What follows belongs to an exercise in optimizing a design on an open flow for small area, a short achievable clock period and few clock cycles; a production flow would make more cautious choices.
Function was checked by simulation only, so behaviour that the tests miss may differ from the original.

==> design.v <==
module grd_sha256 (
    input  wire         clk,
    input  wire         rst,         
    input  wire         in_valid,
    output wire         in_ready,
    input  wire [31:0]  in_word,
    output reg          out_valid,
    output wire [255:0] out_dig
);
    localparam [31:0] IV0 = 32'h6a09e667, IV1 = 32'hbb67ae85,
                      IV2 = 32'h3c6ef372, IV3 = 32'ha54ff53a,
                      IV4 = 32'h510e527f, IV5 = 32'h9b05688c,
                      IV6 = 32'h1f83d9ab, IV7 = 32'h5be0cd19;
    reg  [7:0]   n;
    reg  [5:0]   sc;      
    reg  [31:0]  a, b, c, d, e, f, g, h;
    reg  [479:0] wq;      
    reg  [31:0]  ps, pc;  
    reg  [31:0]  kreg;    
    reg  [31:0]  wnew;    
    reg          vr;      
    wire [31:0] w [1:15];
    genvar gi;
    generate for (gi = 1; gi < 16; gi = gi + 1) begin : g_w
        assign w[gi] = wq[32*(gi-1) +: 32];
    end endgenerate
    reg  f_load, f_ffa, f_ffb, f_rot, f_wh, f_wsched, f_wins;
    reg  f_last, f_n0;
    reg  [3:0] f_ffs;     
    reg  sz;              
    reg  stall, pass;
    reg  rdy;             
    wire take  = f_load & vr & sz;              
    wire ff    = f_ffa | f_ffb;
    assign in_ready = rdy;
    wire acc = in_valid & rdy;
    wire [7:0] n1   = (n == 8'd136) ? 8'd0 : n + 8'd1;
    wire [7:0] nn   = stall ? n : n1;           
    wire       vr_n = acc;                   
    function [5:0] inc60(input [5:0] x);
        inc60 = (x == 6'd59) ? 6'd0 : x + 6'd1;
    endfunction
    wire [5:0] sc_n = (stall & ~f_n0) ? inc60(sc) : sc;    
    wire       load_n  = (nn < 8'd16);
    wire       n0_n    = (nn == 8'd0);
    wire       ffa_n   = (nn >= 8'd65) & (nn <= 8'd68);
    wire       ffb_n   = (nn >= 8'd133);
    wire       stall_n = load_n & ~(vr_n & (sc_n == 6'd0));
    wire [7:0] nn2  = stall_n ? nn : (nn == 8'd136) ? 8'd0 : nn + 8'd1;
    wire [5:0] sc2  = (stall_n & ~n0_n) ? inc60(sc_n) : sc_n;
    always @(posedge clk) begin
        if (rst) begin
            n         <= 8'd0;
            sc        <= 6'd0;
            sz        <= 1'b1;
            out_valid <= 1'b0;
            vr        <= 1'b0;
            stall     <= 1'b1;
            pass      <= 1'b1;
            rdy       <= 1'b1;
            f_last    <= 1'b0;
            f_n0      <= 1'b1;
            f_load    <= 1'b1;
            f_ffa     <= 1'b0;
            f_ffs     <= 4'd0;
            f_ffb     <= 1'b0;
            f_rot     <= 1'b0;
            f_wh      <= 1'b0;
            f_wsched  <= 1'b1;
            f_wins    <= 1'b0;
        end else begin
            out_valid <= f_last;
            vr        <= vr_n;
            sc        <= sc_n;
            sz        <= (sc_n == 6'd0);
            stall     <= stall_n;
            pass      <= stall_n | n0_n | ffa_n | ffb_n;
            rdy       <= (nn2 < 8'd16) & (sc2 == 6'd0);
            n         <= nn;
            f_load    <= load_n;
            f_last    <= (nn == 8'd136);
            f_n0      <= n0_n;
            f_ffa     <= ffa_n;
            f_ffs     <= {nn == 8'd68, nn == 8'd67, nn == 8'd66, nn == 8'd65};
            f_ffb     <= ffb_n;
            f_rot     <= (nn >= 8'd70);
            f_wh      <= (nn >= 8'd66) & (nn <= 8'd69);
            f_wsched  <= (nn <= 8'd63);
            f_wins    <= (nn >= 8'd15) & (nn <= 8'd62);
        end
    end
    reg [31:0] rom_k, rom_kw;
    always @(*) begin
        case (nn[5:0])
            6'd0: rom_k = 32'h9e6afcb1;
            6'd1: rom_k = 32'h71374491;
            6'd2: rom_k = 32'hb5c0fbcf;
            6'd3: rom_k = 32'he9b5dba5;
            6'd4: rom_k = 32'h3956c25b;
            6'd5: rom_k = 32'h59f111f1;
            6'd6: rom_k = 32'h923f82a4;
            6'd7: rom_k = 32'hab1c5ed5;
            6'd8: rom_k = 32'hd807aa98;
            6'd9: rom_k = 32'h12835b01;
            6'd10: rom_k = 32'h243185be;
            6'd11: rom_k = 32'h550c7dc3;
            6'd12: rom_k = 32'h72be5d74;
            6'd13: rom_k = 32'h80deb1fe;
            6'd14: rom_k = 32'h9bdc06a7;
            6'd15: rom_k = 32'hc19bf174;
            6'd16: rom_k = 32'he49b69c1;
            6'd17: rom_k = 32'hefbe4786;
            6'd18: rom_k = 32'h0fc19dc6;
            6'd19: rom_k = 32'h240ca1cc;
            6'd20: rom_k = 32'h2de92c6f;
            6'd21: rom_k = 32'h4a7484aa;
            6'd22: rom_k = 32'h5cb0a9dc;
            6'd23: rom_k = 32'h76f988da;
            6'd24: rom_k = 32'h983e5152;
            6'd25: rom_k = 32'ha831c66d;
            6'd26: rom_k = 32'hb00327c8;
            6'd27: rom_k = 32'hbf597fc7;
            6'd28: rom_k = 32'hc6e00bf3;
            6'd29: rom_k = 32'hd5a79147;
            6'd30: rom_k = 32'h06ca6351;
            6'd31: rom_k = 32'h14292967;
            6'd32: rom_k = 32'h27b70a85;
            6'd33: rom_k = 32'h2e1b2138;
            6'd34: rom_k = 32'h4d2c6dfc;
            6'd35: rom_k = 32'h53380d13;
            6'd36: rom_k = 32'h650a7354;
            6'd37: rom_k = 32'h766a0abb;
            6'd38: rom_k = 32'h81c2c92e;
            6'd39: rom_k = 32'h92722c85;
            6'd40: rom_k = 32'ha2bfe8a1;
            6'd41: rom_k = 32'ha81a664b;
            6'd42: rom_k = 32'hc24b8b70;
            6'd43: rom_k = 32'hc76c51a3;
            6'd44: rom_k = 32'hd192e819;
            6'd45: rom_k = 32'hd6990624;
            6'd46: rom_k = 32'hf40e3585;
            6'd47: rom_k = 32'h106aa070;
            6'd48: rom_k = 32'h19a4c116;
            6'd49: rom_k = 32'h1e376c08;
            6'd50: rom_k = 32'h2748774c;
            6'd51: rom_k = 32'h34b0bcb5;
            6'd52: rom_k = 32'h391c0cb3;
            6'd53: rom_k = 32'h4ed8aa4a;
            6'd54: rom_k = 32'h5b9cca4f;
            6'd55: rom_k = 32'h682e6ff3;
            6'd56: rom_k = 32'h748f82ee;
            6'd57: rom_k = 32'h78a5636f;
            6'd58: rom_k = 32'h84c87814;
            6'd59: rom_k = 32'h8cc70208;
            6'd60: rom_k = 32'h90befffa;
            6'd61: rom_k = 32'ha4506ceb;
            6'd62: rom_k = 32'hbef9a3f7;
            6'd63: rom_k = 32'hc67178f2;
        endcase
    end
    always @(*) begin
        case (nn[5:0])
            6'd4: rom_kw = 32'hc28a2f98;
            6'd5: rom_kw = 32'h71374491;
            6'd6: rom_kw = 32'hb5c0fbcf;
            6'd7: rom_kw = 32'he9b5dba5;
            6'd8: rom_kw = 32'h3956c25b;
            6'd9: rom_kw = 32'h59f111f1;
            6'd10: rom_kw = 32'h923f82a4;
            6'd11: rom_kw = 32'hab1c5ed5;
            6'd12: rom_kw = 32'hd807aa98;
            6'd13: rom_kw = 32'h12835b01;
            6'd14: rom_kw = 32'h243185be;
            6'd15: rom_kw = 32'h550c7dc3;
            6'd16: rom_kw = 32'h72be5d74;
            6'd17: rom_kw = 32'h80deb1fe;
            6'd18: rom_kw = 32'h9bdc06a7;
            6'd19: rom_kw = 32'hc19bf374;
            6'd20: rom_kw = 32'h649b69c1;
            6'd21: rom_kw = 32'hf0fe4786;
            6'd22: rom_kw = 32'h0fe1edc6;
            6'd23: rom_kw = 32'h240cf254;
            6'd24: rom_kw = 32'h4fe9346f;
            6'd25: rom_kw = 32'h6cc984be;
            6'd26: rom_kw = 32'h61b9411e;
            6'd27: rom_kw = 32'h16f988fa;
            6'd28: rom_kw = 32'hf2c65152;
            6'd29: rom_kw = 32'ha88e5a6d;
            6'd30: rom_kw = 32'hb019fc65;
            6'd31: rom_kw = 32'hb9d99ec7;
            6'd32: rom_kw = 32'h9a1231c3;
            6'd33: rom_kw = 32'he70eeaa0;
            6'd34: rom_kw = 32'hfdb1232b;
            6'd35: rom_kw = 32'hc7353eb0;
            6'd36: rom_kw = 32'h3069bad5;
            6'd37: rom_kw = 32'hcb976d5f;
            6'd38: rom_kw = 32'h5a0f118f;
            6'd39: rom_kw = 32'hdc1eeefd;
            6'd40: rom_kw = 32'h0a35b689;
            6'd41: rom_kw = 32'hde0b7a04;
            6'd42: rom_kw = 32'h58f4ca9d;
            6'd43: rom_kw = 32'he15d5b16;
            6'd44: rom_kw = 32'h007f3e86;
            6'd45: rom_kw = 32'h37088980;
            6'd46: rom_kw = 32'ha507ea32;
            6'd47: rom_kw = 32'h6fab9537;
            6'd48: rom_kw = 32'h17406110;
            6'd49: rom_kw = 32'h0d8cd6f1;
            6'd50: rom_kw = 32'hcdaa3b6d;
            6'd51: rom_kw = 32'hc0bbbe37;
            6'd52: rom_kw = 32'h83613bda;
            6'd53: rom_kw = 32'hdb48a363;
            6'd54: rom_kw = 32'h0b02e931;
            6'd55: rom_kw = 32'h6fd15ca7;
            6'd56: rom_kw = 32'h521afaca;
            6'd57: rom_kw = 32'h31338431;
            6'd58: rom_kw = 32'h6ed41a95;
            6'd59: rom_kw = 32'h6d437890;
            6'd60: rom_kw = 32'hc39c91f2;
            6'd61: rom_kw = 32'h9eccabbd;
            6'd62: rom_kw = 32'hb5c9a0e6;
            6'd63: rom_kw = 32'h532fb63c;
            6'd0: rom_kw = 32'hd2c741c6;
            6'd1: rom_kw = 32'h07237ea3;
            6'd2: rom_kw = 32'ha4954b68;
            6'd3: rom_kw = 32'h4c191d76;
        endcase
    end
    always @(posedge clk)
        kreg <= (nn >= 8'd64) ? rom_kw : rom_k;
    wire [31:0] ivx = ({32{f_ffs[0]}} & IV3) | ({32{f_ffs[1]}} & IV2) |
                      ({32{f_ffs[2]}} & IV1) | ({32{f_ffs[3]}} & IV0);
    wire [31:0] ivy = ({32{f_ffs[0]}} & IV7) | ({32{f_ffs[1]}} & IV6) |
                      ({32{f_ffs[2]}} & IV5) | ({32{f_ffs[3]}} & IV4);
    function [63:0] csa(input [31:0] x, input [31:0] y, input [31:0] z);
        reg [31:0] s, cy;
        begin
            s  = x ^ y ^ z;
            cy = ((x & y) | (x & z) | (y & z)) << 1;
            csa = {cy, s};
        end
    endfunction
    function [31:0] add(input [31:0] x, input [31:0] y);
        reg [31:0] g, p, gn, pn;
        integer k, i, j;
        begin
            g = x & y;
            p = x ^ y;
            for (k = 0; k < 5; k = k + 1) begin
                gn = g; pn = p;
                for (i = 0; i < 32; i = i + 1)
                    if ((i >> k) & 1) begin
                        j = ((i >> k) << k) - 1;
                        gn[i] = g[i] | (p[i] & g[j]);
                        pn[i] = p[i] & p[j];
                    end
                g = gn; p = pn;
            end
            add = x ^ y ^ {g[30:0], 1'b0};
        end
    endfunction
    wire [31:0] ss0  = {w[2][6:0], w[2][31:7]} ^ {w[2][17:0], w[2][31:18]} ^ (w[2] >> 3);
    wire [31:0] ss1  = {w[15][16:0], w[15][31:17]} ^ {w[15][18:0], w[15][31:19]} ^ (w[15] >> 10);
    wire [63:0] ws1  = csa(w[1], w[10], ss0);
    wire [63:0] ws2  = csa(ws1[31:0], ws1[63:32], ss1);
    always @(posedge clk)
        wnew <= add(ws2[31:0], ws2[63:32]);
    wire [31:0] hh   = f_n0 ? 32'd0 : g;
    wire [31:0] wop  = f_wsched ? w[15] : 32'd0;
    wire [63:0] hs1  = csa(hh, kreg, wop);
    wire [31:0] hkw_n = add(hs1[31:0], hs1[63:32]);
    wire [31:0] s0   = {a[1:0], a[31:2]} ^ {a[12:0], a[31:13]} ^ {a[21:0], a[31:22]};
    wire [31:0] maj  = (a & b) ^ (a & c) ^ (b & c);
    wire [63:0] es2  = csa(ps, pc, d);
    wire [63:0] as2  = csa(ps, pc, maj);
    wire [63:0] as3  = csa(as2[31:0], as2[63:32], s0);
    wire [31:0] ffx  = f_ffb ? w[9] : ivx;
    wire [31:0] ffy  = f_ffb ? w[1] : ivy;
    wire [31:0] xa   = f_n0 ? IV0 : stall ? 32'd0 : ffx;
    wire [31:0] ya   = f_n0 ? 32'd0 : d;
    wire [31:0] xe   = f_n0 ? IV4 : stall ? 32'd0 : ffy;
    wire [31:0] ye   = f_n0 ? 32'd0 : h;
    wire [31:0] e_new = add(pass ? xe : es2[31:0], pass ? ye : es2[63:32]);
    wire [31:0] a_new = add(pass ? xa : as3[31:0], pass ? ya : as3[63:32]);
    wire [31:0] f_nx   = f_n0 ? IV5 : e;
    wire [31:0] g_nx   = f_n0 ? IV6 : f;
    wire [31:0] s1_nx  = {e_new[5:0], e_new[31:6]} ^ {e_new[10:0], e_new[31:11]} ^ {e_new[24:0], e_new[31:25]};
    wire [31:0] ch_nx  = (e_new & f_nx) ^ (~e_new & g_nx);
    wire [63:0] p_nx   = csa(hkw_n, s1_nx, ch_nx);
    always @(posedge clk)
        if (!stall) begin
            ps <= p_nx[31:0];
            pc <= p_nx[63:32];
        end
    always @(posedge clk) begin
        a <= a_new;
        e <= e_new;
        if (f_n0) begin
            b <= IV1; c <= IV2; d <= IV3;
            f <= IV5; g <= IV6; h <= IV7;
        end else begin
            b <= a; c <= b; d <= c;
            f <= e; g <= f; h <= g;
        end
    end
    always @(posedge clk) begin
        wq[191:0]   <= wq[223:32];
        wq[223:192] <= f_wh ? e : w[8];
        wq[447:224] <= wq[479:256];
        wq[479:448] <= acc ? {in_word[7:0], in_word[15:8], in_word[23:16], in_word[31:24]} :
                       (f_rot | load_n) ? w[1] : f_wins ? wnew : a;
    end
    function [31:0] bswap(input [31:0] x);
        bswap = {x[7:0], x[15:8], x[23:16], x[31:24]};
    endfunction
    assign out_dig = {bswap(h), bswap(g), bswap(f), bswap(e),
                      bswap(d), bswap(c), bswap(b), bswap(a)};
endmodule
==> flow/run.sh <==
#!/bin/bash
# Layout flow: the standard flow (standard.sh: ORFS's synthesis and
# steps), with these changes to how the layout is made:
#  - the timing repair aims at a larger setup margin (8 ns), for the 5% worst
#    endpoints, so that the layout runs at a shorter period than the 12 ns
#    constraint requires;
#  - ABC maps with its area script;
#  - the port buffers that global placement inserts are buf_2 cells;
#  - a denser floorplan (55% core utilisation, placement density 0.7).
# The full make output goes to standard_flow.log; ORFS keeps each step's log
# under orfs/logs.
set -euo pipefail
bash standard.sh SETUP_SLACK_MARGIN=8 TNS_END_PERCENT=5 ABC_AREA=1 \
  CORE_UTILIZATION=55 PLACE_DENSITY=0.7 \
  "BUFFER_PORTS_ARGS=-buffer_cell sky130_fd_sc_hd__buf_2" \
  finish > standard_flow.log 2>&1
==> standard.sh <==
#!/bin/bash
# synth_recipe.tcl (not shown) runs the flow's synth.tcl, then flattens the netlist and writes it again
# the make line also repeats each setting of config.mk as NAME=value (left out here)
make -C /OpenROAD-flow-scripts/flow DESIGN_CONFIG=/design/flow/config.mk WORK_HOME=/design/flow/orfs CLKGATE_MAP_FILE= SYNTH_SCRIPT=/design/flow/synth_recipe.tcl "${@:-finish}"
==> config.mk <==
export PLATFORM = sky130hd
export DESIGN_NAME = grd_sha256
export DESIGN_NICKNAME = grd_sha256
export VERILOG_FILES = /design/flow/design.v
export SDC_FILE = /design/flow/constraint.sdc
export NUM_CORES = 4
export LEC_CHECK = 0
export CAP_MARGIN = 20
export CORE_MARGIN = 2
export CORE_UTILIZATION = 40
export PLACE_DENSITY = 0.6
export SLEW_MARGIN = 20
==> constraint.sdc <==
create_clock -name core_clock -period 12.0 [get_ports {clk}]
set_input_delay 2.4000 -clock core_clock [delete_from_list [all_inputs] [get_ports {clk}]]
set_output_delay 2.4000 -clock core_clock [all_outputs]
set_load 0.01 [all_outputs]
==> flow_results.org, run 1 <==
** Outcome
- Run status :: no timing/DRC/antenna violations

** CTS
- Hold bufs inserted after CTS :: 0
- CTS tree :: done
- At the later pin of the worst-skew pair, clock insertion delay measures 0.71 ns.
- Clock-pin slew was measured on the worst setup and hold paths at 0.07 ns.
- TritonCTS buffer count :: 86
- CTS built an H-tree with a depth of 3.
- The tree built by TritonCTS fans out to 892 sinks.
- Worst-case clock buffer depth :: 3
- In this run the clock root is driven by a sky130_fd_sc_hd__clkbuf_16.

** Floorplan
- The floorplan step defined a core boundary enclosing 77340 sq um.
- Die area :: 80270 sq um
- The initial utilization of the core area, before any placement, comes to 55.48%.
- Rows :: 102
- Number of top-level design ports :: 293
- Measured along the y axis, the die boundary spans 283.3 um.
- The die is 283.3 um wide.

** Worst setup path
- Startpoint types :: flop
- Biggest fanout along the worst timing path :: 36
- Data required time of the worst path :: 12.53 ns
- Setup CP Type :: flop to flop
- Arrival time at the worst endpoint :: 4.96 ns
- Cell-by-cell trace of the critical path :: buf_12 -> inv_6 -> buf_12 -> buf_4 -> nand3_1 -> nor2_2 -> xor2_4 -> buf_4 -> nor2_4 -> buf_4 -> inv_1 -> o21ai_1 -> nor3_1 -> nor2_1
- The largest individual stage delay along the critical path comes from the cell sky130_fd_sc_hd__inv_1.
- Critical Path End Type :: flop
- Most prevalent standard cell on the critical path :: sky130_fd_sc_hd__buf_4
- Kind of cell adding the most delay to the critical path :: buffers and inverters
- The number of buffers and inverters on the critical path is 7.
- In this run the critical register-to-register path is launched from stall$_SDFF_PP1_.
- Crit. Startpoint :: stall$_SDFF_PP1_
- For this run, the slowest stage of the critical path takes 0.65 ns.

** STA
- Setup repair after global routing could not meet its margin everywhere.
- Share of the clock period used by the worst path :: 36.88%
- Actual transition at the worst max-transition pin :: 1.211 ns
- Final number of max-transition violations :: 0
- F_max :: 226.0 MHz
- Fin. Hold Viols :: 0
- Summed over all failing endpoints, the final setup total negative slack is 0 ns.
- Headroom to the max-slew limit :: 18.38%
- Final min period :: 4.425 ns
- After layout, the worst setup slack is 7.575 ns.
- Number of failing setup endpoints in the final timing report :: 0
- Across the routed clock network, the largest skew measured is 0.05640 ns.

** Drt
- Ratio of routed vias to standard cells :: 6.076
- Number of optimization iterations in the first detailed-route pass :: 7
- Antenna violation net count after detailed routing :: 0
- Total via count in the routed design :: 39480
- In this run, the number of DRC markers left after iteration 0 of detailed routing was 5966.
- Wirelength, routed :: 207.1 mm
- After detailed routing, the number of remaining DRC violations is 0.
- Routed length per instance :: 31.87 um

** Place
- Weighted congestion at the end of routability-driven global placement :: 1.148
- Worst slack after detailed placement :: 5.497 ns
- Number of I/O port buffers :: 292
- The HPWL after detailed placement is 155.8 mm.

** Min path
- The min-delay analysis places its worst path in the category flop to flop.
- The startpoint identified for the worst hold timing path is wq[177]$_DFF_P_.

** Global routing
- For this run, the total global-route usage over all layers was measured as 50.91%.
- Entering global routing, the biggest net connects 67 pins.
- The first global-routing pass estimated 285.2 mm of wire.
- The via count of the first global-routing pass was 37350.
- The number of antenna violations at the first check in global routing was 30.
- Grt ovf :: 0

** Yosys
- By area the synthesized netlist is led by sky130_fd_sc_hd__dfxtp_1, sky130_fd_sc_hd__fa_1, sky130_fd_sc_hd__nand2_1.
- Share of flip-flops with an asynchronous set or reset :: 0%
- Yosys warning total :: 1
- Synthesized net count :: 5422
- For this run, the leading register cell type out of synthesis is sky130_fd_sc_hd__dfxtp_1.
- Sequential cells were found to cover 43.08% of the synthesized design area.
- EDFF count, synth :: 63
- Library cell occupying the most area in the post-synthesis netlist :: sky130_fd_sc_hd__dfxtp_1
- The number of different library cells used by synthesis comes to 54.
- Number of synthesized register bits :: 892
- Synthesized cell area :: 42910 sq um
- Share of the synthesized area in the top cell type :: 38.68%
- Synthesis produced a netlist whose cell count is 5005.
- Post-synthesis average cell area :: 8.574 sq um

** Finish
- Layout cells sized above 1 :: 15.28%
- The layout has 6304 filler cells.
- Count of nets after finishing :: 5784
- Multi-input logic area :: 21850 sq um
- Area growth, synth to finish :: 17.47%
- Footprint of the flip-flops and latches :: 18520 sq um

** Flow run
- Max-cap violations :: 0
-- cells by family after synthesis --
kind of cell,count (synthesis),share of synthesized area [%]
fa+ha+maj,382,15.18
simple gates,1795,17.23
mux,13,0.3411
flops,892,43.08
compound gates,729,9.867
xor+xnor,309,6.342
buf+inv,885,7.957
-- what timing repair did --
| item | in CTS | in global routing |
|---|---|---|
| pin swaps | 39 | 24 |
| endpoints found under the setup margin | 187 | 151 |
| hold endpoints to repair | 0 | 0 |
| setup buffers | 57 | 25 |
| gates cloned | 14 | 0 |
| resized for setup | 145 | 108 |
-- cell usage in the layout (no fill, tap or decap), drive strengths merged, types with 40 or more instances in the layout --
cell / count
nand2: 1055
dfxtp: 829
inv: 720
buf: 427
nor2: 375
o21ai: 294
nand3: 287
fa: 231
a21oi: 202
xor2: 176
ha: 151
xnor2: 133
clkbuf: 119
o211ai: 86
edfxtp: 63
nand4: 40
-- final timing paths --
kind                            cells past startpoint               end  slack (ns)
worst max-delay path                               14  kreg[13]$_DFF_P_        7.57
worst min-delay path                                0   wq[145]$_DFF_P_        0.31
worst max register to register                     14  kreg[13]$_DFF_P_        7.57
worst min register to register                      0   wq[145]$_DFF_P_        0.31
-- per-stage QoR --
stage	cell area, sq um	util [%]	hold WS [ns]	instances
detailed placement	45430	58.74	0.3121	6223
CTS	49720	64.29	0.3052	6453
global placement	45430	58.74	0.3096	6223
global route	50370	65.12	0.3131	6480
finish	50410	65.18	0.3082	6497
floorplan	42960	-	0.3096	5005
-- registers in the layout (all words and copies together), names as in the netlist, 4 cells and up --
name / count
wq: 480
a: 32
b: 32
c: 32
d: 32
e: 32
f: 32
g: 32
h: 32
kreg: 32
ps: 32
wnew: 32
pc: 31
n: 8
sc: 6
f_ffs: 4
-- synth_stat cells (all sizes together), types with 55 or more instances --
cell and count:
dfxtp 829, clkbuf 109, fa 231, edfxtp 63, buf 55, a21oi 202, xnor2 133, nand3 287
o211ai 86, ha 151, inv 719, o21ai 294, xor2 176, nor2 373, nand2 1054
-- routing by layer --
layer,vias to the layer above,track usage (%),wire length (um)
met5,-,0,98
met4,14,48.16,24970
met3,1041,19.12,27070
met2,3058,74.33,86630
met1,18710,57.13,68320
li1,16660,-,-
-- area by class of cell --
type | count | area share [%]
Inverter | 721 | 5.421
Clock buffer | 119 | 4.855
Tap cell | 1040 | 2.581
Sequential cell | 892 | 36.74
Antenna cell | 19 | 0.09432
Multi-Input combinational cell | 3231 | 43.34
Timing Repair Buffer | 435 | 5.987
Clock inverter | 40 | 0.9829
Testbench counts, summed over its fixed seeds: cycles 82,212.
==> inputs of run 2 (changes only) <==
--- a/flow/run.sh
+++ b/flow/run.sh
@@ -8,3 +8,3 @@
 #  - the port buffers that global placement inserts are buf_2 cells;
-#  - a denser floorplan (55% core utilisation, placement density 0.7).
+#  - a denser floorplan (50% core utilisation, placement density 0.65).
 # The full make output goes to standard_flow.log; ORFS keeps each step's log
@@ -13,3 +13,3 @@
 bash standard.sh SETUP_SLACK_MARGIN=8 TNS_END_PERCENT=5 ABC_AREA=1 \
-  CORE_UTILIZATION=55 PLACE_DENSITY=0.7 \
+  CORE_UTILIZATION=50 PLACE_DENSITY=0.65 \
   "BUFFER_PORTS_ARGS=-buffer_cell sky130_fd_sc_hd__buf_2" \
==> run 2 against run 1 <==
Register-to-register slack gained 0.12 ns. Critical path type unchanged. First-iteration DRC count is 4.0% lower. Count of clock-buffer cells in the layout is 9 lower. Critical path depth did not move. Fmax increased by 2.8%. Still clean. Global-route usage decreased by 3.5 points.
==> flow_results.org, run 2 <==
** Yosys
- The post-synthesis instance area is 42910 sq um (unchanged).
- The total of flip-flops plus latches after synthesis came to 892 (unchanged).
- Post-synthesis average cell area :: 8.574 sq um (unchanged)
- The warning count from the yosys run was 1 (unchanged).
- Counting instances in the post-synthesis netlist gives the leading cell types as sky130_fd_sc_hd__nand2_1, sky130_fd_sc_hd__dfxtp_1, sky130_fd_sc_hd__inv_1.
- Main flop type after synthesis :: sky130_fd_sc_hd__dfxtp_1
- Share of the synthesized area in the top cell type :: 38.68% (unchanged)
- Leading cell type by number of instances after synthesis :: sky130_fd_sc_hd__nand2_1
- Share of flip-flops with an asynchronous set or reset :: 0% (unchanged)
- Yosys attributes the largest share of cell area to sky130_fd_sc_hd__dfxtp_1, sky130_fd_sc_hd__fa_1, sky130_fd_sc_hd__nand2_1.
- Count of different cell masters after synthesis :: 54 (unchanged)
- Library cell occupying the most area in the post-synthesis netlist :: sky130_fd_sc_hd__dfxtp_1
- The sequential cell area fraction in the yosys report came to 43.08% (unchanged).
- The post-synthesis instance total came to 5005 (unchanged).
- EDFF count, synth :: 63 (unchanged)
- The total nets after synthesis is 5422 (unchanged).

** Floorplan
- The number of placement rows was 107 (+4.9%).
- Die area :: 88180 sq um (+9.9%)
- Number of top-level design ports :: 293 (unchanged)
- The horizontal die dimension came to 297.0 um (+4.8%).
- The vertical die dimension is 297.0 um (+4.8%).
- The core region area is 85150 sq um (+10%).
- Initial Util :: 50.40% (-5.1 points)

** CTS
- The depth of the CTS H-tree is 3 (unchanged).
- CTS tree :: done
- Worst-case clock buffer depth :: 3 (unchanged)
- The number of clock sinks seen by CTS is 892 (unchanged).
- TritonCTS buffer count :: 83 (-3.5%)
- CTS placed an instance of sky130_fd_sc_hd__clkbuf_16 at the clock tree root.
- Clk Latency, worst-skew pair :: 0.68 ns (-0.03 ns)
- Clk slew on worst S/H paths :: 0.06 ns (about the same)

** Finish
- Area growth, synth to finish :: 17.50% (about the same)
- Number of filler cells placed in the layout :: 7333 (+16%)
- The fraction of the core area covered by cells at the end of the flow came to 59.22% (-6.0 points).
- The post-route cell area came to 50420 sq um (about the same).
- Layout cells sized above 1 :: 15.25% (-0.028 points)
- Final standard cell count with taps included and fillers excluded :: 6585 (+1.4%)
- Most frequent cells in the layout :: sky130_fd_sc_hd__nand2_1, sky130_fd_sc_hd__dfxtp_1, sky130_fd_sc_hd__inv_1
- Commonest non-fill, non-tap cell in the layout :: sky130_fd_sc_hd__nand2_1
- Count of nets after finishing :: 5789 (+0.086%)
- The register cell area after layout came to 18530 sq um (about the same).
- The number of flip-flops under the largest register name was 480 (unchanged).
- Multi-input logic area :: 21760 sq um (-0.42%)
- The register with the most flip-flops in the final layout is wq.

** Drt
- Antenna violation net count after detailed routing :: 0 (unchanged)
- The final wirelength is 214.2 mm (+3.4%).
- Total via count in the routed design :: 38990 (-1.2%)
- Ratio of routed vias to standard cells :: 5.921 (-2.6%)
- Number of remaining DRC errors :: 0 (unchanged)
- The average wire per standard cell was 32.53 um (+2.1%).
- The iteration count of the initial detailed-routing pass came to 8 (+1).
- The number of DRC markers in iteration 0 is 5729 (-4.0%).

** Flow run
- The count of max-cap constraint violations is 0 (unchanged).

** Place
- Number of cells in the design after placement :: 6331 (+1.7%)
- The post-placement setup slack came to 5.824 ns (+0.3269 ns).
- Number of I/O port buffers :: 292 (unchanged)
- The final weighted congestion in routability-driven placement came to 1.118 (-2.6%).
- The total placed instance area is 45570 sq um (+0.32%).
- HPWL reported at the end of detailed placement :: 165.9 mm (+6.5%)

** Worst setup path
- Traced cell by cell, the critical path runs through inv_4 -> buf_16 -> nand3_1 -> nor2_2 -> xnor2_4 -> buf_4 -> buf_4 -> nand2_2 -> inv_2 -> buf_4 -> o21ai_0 -> nand3_1 -> a21oi_1 -> nor2_1.
- Tracing the worst setup path back leads to its startpoint at stall$_SDFF_PP1_.
- Startpoint types :: flop
- The worst path required time was 12.55 ns (+0.02 ns).
- The startpoint identified for the worst register-to-register timing path is stall$_SDFF_PP1_.
- Biggest fanout along the worst timing path :: 36 (unchanged)
- The critical path is of the flop to flop type.
- Arrival time at the worst endpoint :: 4.86 ns (-0.10 ns)
- STA classifies the critical path endpoint as a flop.
- The worst stage delay on the critical path is 0.53 ns (-0.12 ns).
- Most prevalent standard cell on the critical path :: sky130_fd_sc_hd__buf_4
- Critical-path top delay cell :: sky130_fd_sc_hd__buf_4

** STA
- The headroom to the max-slew limit was 22.68% (+4.3 points).
- The hold violation total from the final report was 0 (unchanged).
- Share of the clock period used by the worst path :: 35.89% (-0.99 points)
- Post-route setup slack :: 7.693 ns (+0.1187 ns)
- The sum of negative setup slack is 0 ns (unchanged).
- Final min period :: 4.307 ns (-0.1187 ns)
- Setup repair after global routing could not meet its margin everywhere.
- The worst-case clock skew came to 0.05164 ns (-0.004756 ns).
- Final number of max-transition violations :: 0 (unchanged)
- Actual transition at the worst max-transition pin :: 1.156 ns (-0.05590 ns)
- Number of failing setup endpoints in the final timing report :: 0 (unchanged)
- The maximum frequency from static timing analysis was 232.2 MHz (+2.8%).
- The final hold slack was 0.3072 ns (-0.001083 ns).

** Min path
- Startpoint of the tightest hold check path :: wq[350]$_DFF_P_
- The path class of the tightest hold or removal check is flop to flop.

** Outcome
- Run status :: no timing/DRC/antenna violations

** Global routing
- The global-route wire length before repair is 290.7 mm (+1.9%).
- The global-route total usage across every layer is 47.39% (-3.5 points).
- The number of antenna violations at the first check in global routing came to 16 (-47%).
- Pin count of the biggest net entering global routing :: 65 (-3.0%)
- The residual overflow from global routing is 0 (unchanged).
- Via count of the first global-routing pass :: 37380 (+0.070%)
run 2: changes by cell type in the layout (fill, tap and decap cells not counted), moves of 5 or more:
cell / change
sky130_fd_sc_hd__buf_4: +14
sky130_fd_sc_hd__clkinvlp_4: -7
sky130_fd_sc_hd__dfxtp_1: -8
sky130_fd_sc_hd__nand2_1: +11
sky130_fd_sc_hd__clkbuf_8: -6
sky130_fd_sc_hd__bufinv_16: +5
sky130_fd_sc_hd__diode_2: -13
sky130_fd_sc_hd__o21ai_1: +5
sky130_fd_sc_hd__nand2_2: -7
sky130_fd_sc_hd__dfxtp_2: +7
sky130_fd_sc_hd__o21ai_0: -5
run 2: repair_timing:
item / 4_1_cts / 5_1_grt
endpoints found under the setup margin: 204 / 129
gates resized for setup: 157 / 93
cloned: 12 / 0
pin swaps: 29 / 38
hold buffers: 0 / 0
setup buffers: 59 / 29
run 2: cell type report:
cell class	instances	area share, %
flip-flops and latches	892	36.75
inverters	721	5.412
clock buffers	110	4.626
diodes	6	0.02978
multi-input cells	3229	43.15
clock inverters	38	1.079
well taps	1144	2.839
repair buffers	445	6.112
run 2: cells by family (layout without fill, tap and decap cells):
group                      Yosys count  count (layout)  synth area share [%]
AOI/OAI and AO/OA                  729             729                 9.867
xor gates and xnor gates           309             309                 6.342
adders and majority gates          382             382                 15.18
buffers and inverters              885            1314                 7.957
DFF                                892             892                 43.08
muxes                               13              13                0.3411
other                                0               6                     0
and+or+nand+nor                   1795            1796                 17.23
run 2: worst max-delay path, delay by kind of cell (launching register included):
kind | cells | cell delay, ns
xor gates and xnor gates | 1 | 0.16
AOI/OAI and AO/OA | 2 | 0.31
buffers and inverters | 6 | 1.79
and+or+nand+nor | 5 | 1.52
DFF | 1 | 0.35
run 2: final timing paths:
check,endpoint,slack (ns),depth (start not counted)
min,wq[318]$_DFF_P_,0.31,0
max reg2reg,kreg[9]$_DFF_P_,7.69,14
max,kreg[9]$_DFF_P_,7.69,14
min reg2reg,wq[318]$_DFF_P_,0.31,0
run 2: per-layer routing:
metal  track usage (%)  wire length, um
met5                 0               60
met3             10.96            22760
met4             48.51            26990
met1             54.14            72360
met2             71.51            92040
==> inputs of run 3 (changes only) <==
--- a/flow/run.sh
+++ b/flow/run.sh
@@ -8,3 +8,3 @@
 #  - the port buffers that global placement inserts are buf_2 cells;
-#  - a denser floorplan (50% core utilisation, placement density 0.65).
+#  - a floorplan at 45% core utilisation, placement density 0.6.
 # The full make output goes to standard_flow.log; ORFS keeps each step's log
@@ -13,3 +13,3 @@
 bash standard.sh SETUP_SLACK_MARGIN=8 TNS_END_PERCENT=5 ABC_AREA=1 \
-  CORE_UTILIZATION=50 PLACE_DENSITY=0.65 \
+  CORE_UTILIZATION=45 PLACE_DENSITY=0.6 \
   "BUFFER_PORTS_ARGS=-buffer_cell sky130_fd_sc_hd__buf_2" \
==> run 3 against run 2 <==
Sequential share of layout area shrank 0.18 points. Synthesized cell count is the same. First-iteration DRC count shrank 19%. Count of clock-buffer cells in the layout grew 14. Register-to-register slack gained 0.09 ns. Critical path depth grew 1. Worst hold slack lost 0.0060 ns.
==> flow_results.org, run 3 <==
** Drt
- The final wirelength was 218.7 mm (+2.1%).
- The number of antenna-violating nets in the routed design was 0 (unchanged).
- Total via count in the routed design :: 37950 (-2.7%)
- Number of remaining DRC errors :: 0 (unchanged)
- Ratio of routed vias to standard cells :: 5.660 (-4.4%)
- The iteration count of the initial detailed-routing pass is 6 (-2).
- The number of DRC markers in iteration 0 was 4615 (-19%).
- The average wire per standard cell is 32.62 um (+0.27%).

** Min path
- The min-delay analysis places its worst path in the category flop to flop.

** Yosys
- Synthesized instance count :: 5005 (unchanged)
- Mux cell area share after synthesis :: 0.3411% (unchanged)
- The total of flip-flops plus latches after synthesis came to 892 (unchanged).
- The total nets after synthesis is 5422 (unchanged).
- The post-synthesis adder-cell area fraction is 15.18% (unchanged).
- In the post-synthesis netlist, the cell with the most instances is sky130_fd_sc_hd__nand2_1.
- Post-synthesis average cell area :: 8.574 sq um (unchanged)
- The number of unique standard cell types used by synthesis came to 54 (unchanged).
- Library cell occupying the most area in the post-synthesis netlist :: sky130_fd_sc_hd__dfxtp_1
- Main flop type after synthesis :: sky130_fd_sc_hd__dfxtp_1
- Yosys warning total :: 1 (unchanged)
- The area share of and/or/nand/nor cells after synthesis came to 17.23% (unchanged).
- Parity-gate share of the synthesized area counting xor and xnor cells :: 6.342% (unchanged)
- Post-synthesis sequential area ratio :: 43.08% (unchanged)
- Leading post-synthesis cells by cell area :: sky130_fd_sc_hd__dfxtp_1, sky130_fd_sc_hd__fa_1, sky130_fd_sc_hd__nand2_1
- Dominant combinational cell family by area after synthesis :: simple AND/OR/NAND/NOR gates
- The synthesized-area fraction occupied by ao, oa, aoi and oai cells came to 9.867% (unchanged).
- The post-synthesis instance area came to 42910 sq um (unchanged).
- Share of the synthesized area in the top cell type :: 38.68% (unchanged)
- The async set or reset register ratio after synthesis came to 0% (unchanged).
- The count of flip-flops with a built-in enable after synthesis was 63 (unchanged).
- Leading post-synthesis cells by instance count :: sky130_fd_sc_hd__nand2_1, sky130_fd_sc_hd__dfxtp_1, sky130_fd_sc_hd__inv_1

** STA
- The count of final max-slew check failures is 0 (unchanged).
- The minimum period implied by the final worst setup slack was 4.222 ns (-0.08511 ns).
- The post-route clock period utilization is 35.18% (-0.71 points).
- The headroom to the max-slew limit is 17.71% (-5.0 points).
- The count of endpoints failing setup in the final report was 0 (unchanged).
- Setup skew after layout :: 0.04427 ns (-0.007373 ns)
- Setup repair after global routing missed its margin :: yes
- Actual transition at the worst max-transition pin :: 1.221 ns (+0.06595 ns)
- The sum of negative setup slack was 0 ns (unchanged).
- F_max :: 236.9 MHz (+2.0%)
- The hold violation total from the final report was 0 (unchanged).

** Floorplan
- The horizontal die dimension was 312.8 um (+5.3%).
- The effective utilization at floorplan is 45.30% (-5.1 points).
- The total die area is 97840 sq um (+11%).
- Die Height :: 312.8 um (+5.3%)
- Rows :: 113 (+5.6%)
- The count of pins on the block boundary came to 293 (unchanged).
- The core region area was 94730 sq um (+11%).

** Finish
- Footprint of the flip-flops and latches :: 18550 sq um (about the same)
- Area growth, synth to finish :: 18.18%
- Layout cells sized above 1 :: 15.47% (+0.22 points)
- Largest reg by FF count :: wq
- The area of combinational cells with multiple inputs is 21910 sq um (+0.69%).
- Flip-flop count of the largest register, all copies and words added :: 480 (unchanged)
- The library cell used most frequently in the layout, excluding fill and tap cells, is sky130_fd_sc_hd__nand2_1.
- Most frequent cells in the layout :: sky130_fd_sc_hd__nand2_1, sky130_fd_sc_hd__dfxtp_1, sky130_fd_sc_hd__inv_1
- The final instance count without filler cells is 6705 (+1.8%).
- The number of filler instances in the final layout was 8809 (+20%).
- The net total in the final layout was 5776 (-0.22%).

** Global routing
- The via count of the first global-routing pass is 36320 (-2.8%).
- Grt ovf :: 0 (unchanged)
- First-pass GRT wire length :: 295.0 mm (+1.5%)
- Overall global routing resource usage :: 44.14% (-3.3 points)
- Pin count of the biggest net entering global routing :: 73 (+12%)
- The number of antenna violations at the first check in global routing is 24 (+8).

** Worst setup path
- The maximum fanout along the worst path was 53 (+47%).
- The critical path data arrival time was 4.76 ns (-0.10 ns).
- STA classifies the critical path endpoint as a flop.
- STA classifies the critical path startpoint as a flop.
- By startpoint and endpoint, the worst setup path is classified as flop to flop.
- Data required time of the worst path :: 12.54 ns (about the same)

** CTS
- TritonCTS built the clock tree.
- The number of hold-repair buffers added at the cts stage is 0 (unchanged).
- TritonCTS buffer count :: 91 (+9.6%)
- Sinks on Clock Net :: 892 (unchanged)
- CTS placed an instance of sky130_fd_sc_hd__clkbuf_16 at the clock tree root.
- H-tree levels :: 3 (unchanged)
- Worst-case clock buffer depth :: 3 (unchanged)
- The clock latency on the worst-skew pair is 0.71 ns (+0.03 ns).
- The clock-pin slew reported for the worst setup and hold paths after clock tree synthesis was 0.07 ns (about the same).

** Flow run
- Max-cap violations :: 0 (unchanged)

** Outcome
- The run finished with no timing, DRC or antenna violations.

** Place
- Number of I/O port buffers :: 292 (unchanged)
- The final weighted congestion in routability-driven placement was 1.086 (-2.9%).
- The placed wire-length estimate after detailed placement came to 171.6 mm (+3.4%).
- Number of cells in the design after placement :: 6446 (+1.8%)
==> run 3: cell counts after synthesis <==
Identical to the previous run, type by type.
==> run 3: cell families (layout without fill, tap and decap cells) <==
| logic type | Yosys count | count (layout) |
|---|---|---|
| flip-flops | 892 | 892 |
| AO/OA/AOI/OAI | 729 | 729 |
| XOR/XNOR | 309 | 309 |
| buffers and inverters | 885 | 1308 |
| other | 0 | 11 |
| multiplexers | 13 | 13 |
| adder cells (fa/ha/maj) | 382 | 382 |
| AND/OR/NAND/NOR | 1795 | 1796 |
==> run 3: layout make-up <==
cell class                 instances  share of cell area, %
clock inverter                    39                  1.029
inverter                         721                  5.416
clock buffer                     124                  5.033
sequential                       892                  36.58
multi-input combinational       3229                  43.20
tap                             1265                  3.121
timing repair inverter             1               0.009869
timing repair buffer             423                  5.561
antenna                           11                0.05428
==> run 3: per-stage QoR <==
step	worst slack, ns	cell area [sq um]	util (%)	hold WS (ns)
3_3_place_gp	6.040	45690	48.23	0.3095
4_1_cts	7.867	50100	52.89	0.2968
2_1_floorplan	7.918	42960	-	0.3096
5_1_grt	7.841	50680	53.50	0.3053
6_report	7.778	50710	53.53	0.3012
3_5_place_dp	5.965	45700	48.24	0.3121
==> run 3: worst paths after layout <==
kind                   start                to  slack, ns  cells past startpoint
min reg2reg  wq[440]$_DFF_P_   wq[408]$_DFF_P_       0.30                      0
min          wq[440]$_DFF_P_   wq[408]$_DFF_P_       0.30                      0
max          n[0]$_SDFF_PP0_  kreg[17]$_DFF_P_       7.78                     15
max reg2reg  n[0]$_SDFF_PP0_  kreg[17]$_DFF_P_       7.78                     15
==> run 3: worst max-delay path, cell delays in order, from the launching register on <==
cell	delay, ns
sky130_fd_sc_hd__dfxtp_1	0.33
sky130_fd_sc_hd__inv_1	0.11
sky130_fd_sc_hd__ha_1	0.17
sky130_fd_sc_hd__nand2_1	0.06
sky130_fd_sc_hd__nor2_1	0.18
sky130_fd_sc_hd__nand3_2	0.28
sky130_fd_sc_hd__nand3_2	0.19
sky130_fd_sc_hd__buf_6	0.46
sky130_fd_sc_hd__buf_4	0.52
sky130_fd_sc_hd__nor2_1	0.13
sky130_fd_sc_hd__nor2_1	0.62
sky130_fd_sc_hd__nand3_1	0.23
sky130_fd_sc_hd__nand2_1	0.11
sky130_fd_sc_hd__nand2_1	0.08
sky130_fd_sc_hd__nor2_2	0.40
sky130_fd_sc_hd__nor2_1	0.12
==> run 3: routing by layer <==
layer	track usage (%)	wire [um]	vias up
li1	-	-	16630
met1	51.68	78870	18220
met2	67.06	94670	2363
met3	10.81	20710	731
met4	40.05	24410	6
met5	0	41	-
==> run 3: timing repair <==
action | CTS | global route
gates resized for setup | 167 | 114
gates cloned | 9 | 0
pin swaps | 31 | 31
setup buffers | 56 | 20
setup endpoints to repair | 194 | 126
==> inputs of run 4 (changes only) <==
--- a/flow/run.sh
+++ b/flow/run.sh
@@ -8,3 +8,3 @@
 #  - the port buffers that global placement inserts are buf_2 cells;
-#  - a floorplan at 45% core utilisation, placement density 0.6.
+#  - a floorplan at 40% core utilisation, placement density 0.55.
 # The full make output goes to standard_flow.log; ORFS keeps each step's log
@@ -13,3 +13,3 @@
 bash standard.sh SETUP_SLACK_MARGIN=8 TNS_END_PERCENT=5 ABC_AREA=1 \
-  CORE_UTILIZATION=45 PLACE_DENSITY=0.6 \
+  CORE_UTILIZATION=40 PLACE_DENSITY=0.55 \
   "BUFFER_PORTS_ARGS=-buffer_cell sky130_fd_sc_hd__buf_2" \
==> run 4 against run 3 <==
Setup slack worse by 0.023 ns. Register-to-register slack worse by 0.02 ns. Worst hold slack better by 0.012 ns. Critical path depth is 4 higher. Wire length is 1.7% lower. Final area is 1.3% higher. Cell count is 2.3% higher. Core utilization is 5.4 points lower. Die area is 12% higher. Largest cell class unchanged. Highest routed layer unchanged.
==> flow_results.org, run 4 <==
** Outcome
- The run finished with no timing, DRC or antenna violations.

** STA
- The sum of negative setup slack came to 0 ns (unchanged).
- Fin. Hold Viols :: 0 (unchanged)
- The headroom to the max-slew limit came to 20.14% (+2.4 points).
- Setup repair after global routing could not meet its margin everywhere.
- Setup skew after layout :: 0.05383 ns (+0.009560 ns)
- Actual transition at the worst max-transition pin :: 1.185 ns (-0.03606 ns)
- The minimum period implied by the final worst setup slack came to 4.245 ns (+0.02291 ns).
- Number of failing setup endpoints in the final timing report :: 0 (unchanged)
- Final number of max-transition violations :: 0 (unchanged)
- The maximum frequency from static timing analysis was 235.6 MHz (-0.54%).
- The post-route clock period utilization was 35.37% (+0.19 points).

** Min path
- Endpoint, Worst Hold :: wq[338]$_DFF_P_
- Worst min path class :: flop to flop
- Startpoint of the tightest hold check path :: wq[370]$_DFF_P_
- The worst hold path stage count was 0 (unchanged).

** Global routing
- Overall global routing resource usage :: 38.25% (-5.9 points)
- Via count of the first global-routing pass :: 35200 (-3.1%)
- The residual overflow from global routing is 0 (unchanged).
- The global-route wire length before repair was 290.3 mm (-1.6%).
- The maximum number of pins on one net before global-route repair is 65 (-11%).
- The number of antenna violations at the first check in global routing came to 23 (-4.2%).

** Drt
- The number of DRC markers in iteration 0 is 4220 (-8.6%).
- Number of optimization iterations in the first detailed-route pass :: 8 (+2)
- The average wire per standard cell is 31.36 um (-3.9%).
- The via count came to 37490 (-1.2%).
- Ratio of routed vias to standard cells :: 5.465 (-3.4%)
- Wirelength, routed :: 215.1 mm (-1.7%)
- The remaining routing DRC violations is 0 (unchanged).
- Antenna violation net count after detailed routing :: 0 (unchanged)

** CTS
- H-tree levels :: 3 (unchanged)
- CTS placed an instance of sky130_fd_sc_hd__clkbuf_16 at the clock tree root.
- TritonCTS built the clock tree.
- Worst-case clock buffer depth :: 3 (unchanged)
- The number of clock sinks seen by CTS was 892 (unchanged).
- Clk Latency, worst-skew pair :: 0.72 ns (about the same)
- Clk slew on worst S/H paths :: 0.07 ns (about the same)
- The TritonCTS buffer count came to 92 (+1.1%).
- The number of hold-repair buffers added at the cts stage is 0 (unchanged).

** Finish
- Count of nets after finishing :: 5789 (+0.23%)
- Counting flops per register, the top entry is wq.
- Most frequent cells in the layout :: sky130_fd_sc_hd__nand2_1, sky130_fd_sc_hd__dfxtp_1, sky130_fd_sc_hd__inv_1
- The ratio of cells with drive above 1 in the final layout was 16.24% (+0.77 points).
- The library cell used most frequently in the layout, excluding fill and tap cells, is sky130_fd_sc_hd__nand2_1.
- Area growth, synth to finish :: 19.71%
- The number of flip-flops under the largest register name is 480 (unchanged).

** Floorplan
- Floorplan core area :: 106800 sq um (+13%)
- The total die area was 109900 sq um (+12%).
- The vertical die dimension was 331.5 um (+6.0%).
- DIE WIDTH :: 331.5 um (+6.0%)
- Initial Util :: 40.20% (-5.1 points)
- The number of placement rows is 120 (+6.2%).
- The count of pins on the block boundary was 293 (unchanged).

** Worst setup path
- Crit path buffers/inverters :: 7 (+4)
- Worst r2r src :: stall$_SDFF_PP1_
- Critical Path End Type :: flop
- The worst stage delay on the critical path came to 0.45 ns (-0.17 ns).
- For this design, the slowest cell found on the critical path is sky130_fd_sc_hd__dfxtp_4.
- The maximum fanout along the worst path came to 17 (-68%).
- Counting stages on the worst path, the most repeated cell is sky130_fd_sc_hd__nand2_1.
- The logic depth of the worst register-to-register path is 19 (+4).
- Cell-by-cell trace of the critical path :: clkinv_4 -> nand2_2 -> nand2_1 -> inv_1 -> nand2_4 -> inv_1 -> buf_4 -> ha_2 -> inv_1 -> nor2_2 -> inv_2 -> nand2_1 -> inv_2 -> nand2_1 -> o21ai_1 -> nand2_1 -> nand3_1 -> nand2_1 -> nand2_1
- Grouping stages by cell kind, the critical path spends the most delay in simple AND/OR/NAND/NOR gates.
- Data required time of the worst path :: 12.61 ns (+0.07 ns)
- Startpoint types :: flop
- The slack of the worst reg-to-reg path came to 7.76 ns (-0.02 ns).
- Crit Reg-Reg Endpoint :: kreg[11]$_DFF_P_
- The critical path data arrival time came to 4.86 ns (+0.10 ns).
- Setup CP Type :: flop to flop

** Flow run
- The count of max-cap constraint violations was 0 (unchanged).

** Place
- The final weighted congestion in routability-driven placement was 1.053 (-3.0%).
- The placed wire-length estimate after detailed placement was 169.1 mm (-1.4%).
- The count of buffers from port buffering came to 292 (unchanged).

** Yosys
- Synthesized net count :: 5422 (unchanged)
- Ranked by instance count, the synthesized netlist is headed by sky130_fd_sc_hd__nand2_1, sky130_fd_sc_hd__dfxtp_1, sky130_fd_sc_hd__inv_1.
- Post-synthesis sequential area ratio :: 43.08% (unchanged)
- EDFF count, synth :: 63 (unchanged)
- Yosys warning total :: 1 (unchanged)
- Among all cell types in the netlist, the one instantiated most often is sky130_fd_sc_hd__nand2_1.
- The number of unique standard cell types used by synthesis was 54 (unchanged).
- The biggest area contributor in the post-synthesis netlist is sky130_fd_sc_hd__dfxtp_1.
- In the synthesized netlist the dominant register cell turns out to be sky130_fd_sc_hd__dfxtp_1.
- Share of the synthesized area in the top cell type :: 38.68% (unchanged)
- Synthesized instance count :: 5005 (unchanged)
- Leading post-synthesis cells by cell area :: sky130_fd_sc_hd__dfxtp_1, sky130_fd_sc_hd__fa_1, sky130_fd_sc_hd__nand2_1
- The total of flip-flops plus latches after synthesis was 892 (unchanged).
- The average cell area after synthesis is 8.574 sq um (unchanged).
- The async set or reset register ratio after synthesis came to 0% (unchanged).
- The post-synthesis instance area came to 42910 sq um (unchanged).
==> run 4: cell counts after synthesis <==
No cell type changed its count.
==> run 4: routing by layer <==
metal	part of all wire (%)	routed length (um)	up-vias	GRT usage (%)
met5	0.022	47	-	0
met2	43	92880	2162	57.66
met3	8.8	18890	590	8.343
li1	-	-	16610	-
met4	9.1	19560	8	28.83
met1	39	83710	18120	48.02
==> run 4: how the worst max path moves through the flow <==
stage | endpoint | cells past startpoint | from
after floorplan | ps[11]$_DFFE_PN_ | 21 | pass$_SDFF_PP1_
after global placement | ps[11]$_DFFE_PN_ | 16 | pass$_SDFF_PP1_
after detailed placement | ps[11]$_DFFE_PN_ | 18 | pass$_SDFF_PP1_
after CTS | kreg[11]$_DFF_P_ | 19 | stall$_SDFF_PP1_
after global routing | ps[11]$_DFFE_PN_ | 15 | pc[9]$_DFFE_PN_
final | kreg[11]$_DFF_P_ | 19 | stall$_SDFF_PP1_
==> run 4: cell families after synthesis <==
family                   Yosys count  share of synthesized area, %
flip-flops                       892                         43.08
adder cells (fa/ha/maj)          382                         15.18
buffers and inverters            885                         7.957
multiplexers                      13                        0.3411
XOR/XNOR                         309                         6.342
AND/OR/NAND/NOR                 1795                         17.23
AO/OA/AOI/OAI                    729                         9.867
==> run 4: layout make-up <==
class	count	area, sq um
Antenna cell	8	20.02
Clock buffer	115	2601
Clock inverter	55	840.8
Fill cell	10340	55380
Inverter	721	2768
Multi-Input combinational cell	3229	21860
Sequential cell	892	18550
Tap cell	1403	1755
Timing Repair Buffer	434	2963
Timing Repair inverter	2	12.51
==> run 4: timing repair <==
action / CTS / global route
setup buffers: 50 / 36
gates cloned: 13 / 0
pin swaps: 20 / 40
gates resized for setup: 156 / 137
setup endpoints to repair: 209 / 125
==> run 4: metrics by stage <==
| step | std cells | setup WS (ns) | hold slack (ns) | util [%] | cell area, sq um |
|---|---|---|---|---|---|
| CTS | 6815 | 7.910 | 0.3178 | 47.37 | 50570 |
| global placement | 6582 | 6.124 | 0.3096 | 42.95 | 45850 |
| floorplan | 5005 | 7.918 | 0.3096 | - | 42960 |
| detailed placement | 6582 | 6.059 | 0.3121 | 42.95 | 45850 |
| global route | 6851 | 7.808 | 0.3262 | 48.10 | 51350 |
| finish | 6859 | 7.755 | 0.3135 | 48.12 | 51370 |

static timing again, ports no longer ideal:
Ports are ideal in the flow. The routed layouts listed here were re-timed in OpenROAD. Step 1 (the two cells are an assumption about what drives the block):
set clk [get_ports {clk}]
set_driving_cell -lib_cell sky130_fd_sc_hd__clkbuf_16 $clk
set_driving_cell -lib_cell sky130_fd_sc_hd__buf_2 [delete_from_list [all_inputs] $clk]
Step 2 times the ports against the registers' clock, not the clock port: input delays grow and output delays shrink by t, the midpoint of the rising clock arrivals with the driver on. Three values: no drivers, after step 1, after step 2; two values: the first two.
| run | shift t [ns] | setup WS [ns] | hold slack, ns | worst data-port slew with drivers (ns) |
|---|---|---|---|---|
| run 1 | 0.756 | 7.575 / 7.575 / 7.303 | 0.308 / 0.308 / 0.308 | 0.07 |
| run 2 | 0.731 | 7.693 / 7.693 / 7.574 | 0.307 / 0.307 / 0.307 | 0.05 |
| run 3 | 0.763 | 7.778 / 7.778 / 7.294 | 0.301 / 0.301 / 0.301 | 0.05 |
| run 4 | 0.767 | 7.755 / 7.755 / 7.402 | 0.313 / 0.313 / 0.313 | 0.05 |
After both steps setup and hold are still met in every run listed. For run 3, which loses most, drivers alone change the setup slack by 0.000 ns; drivers and shift together by -0.484 ns.
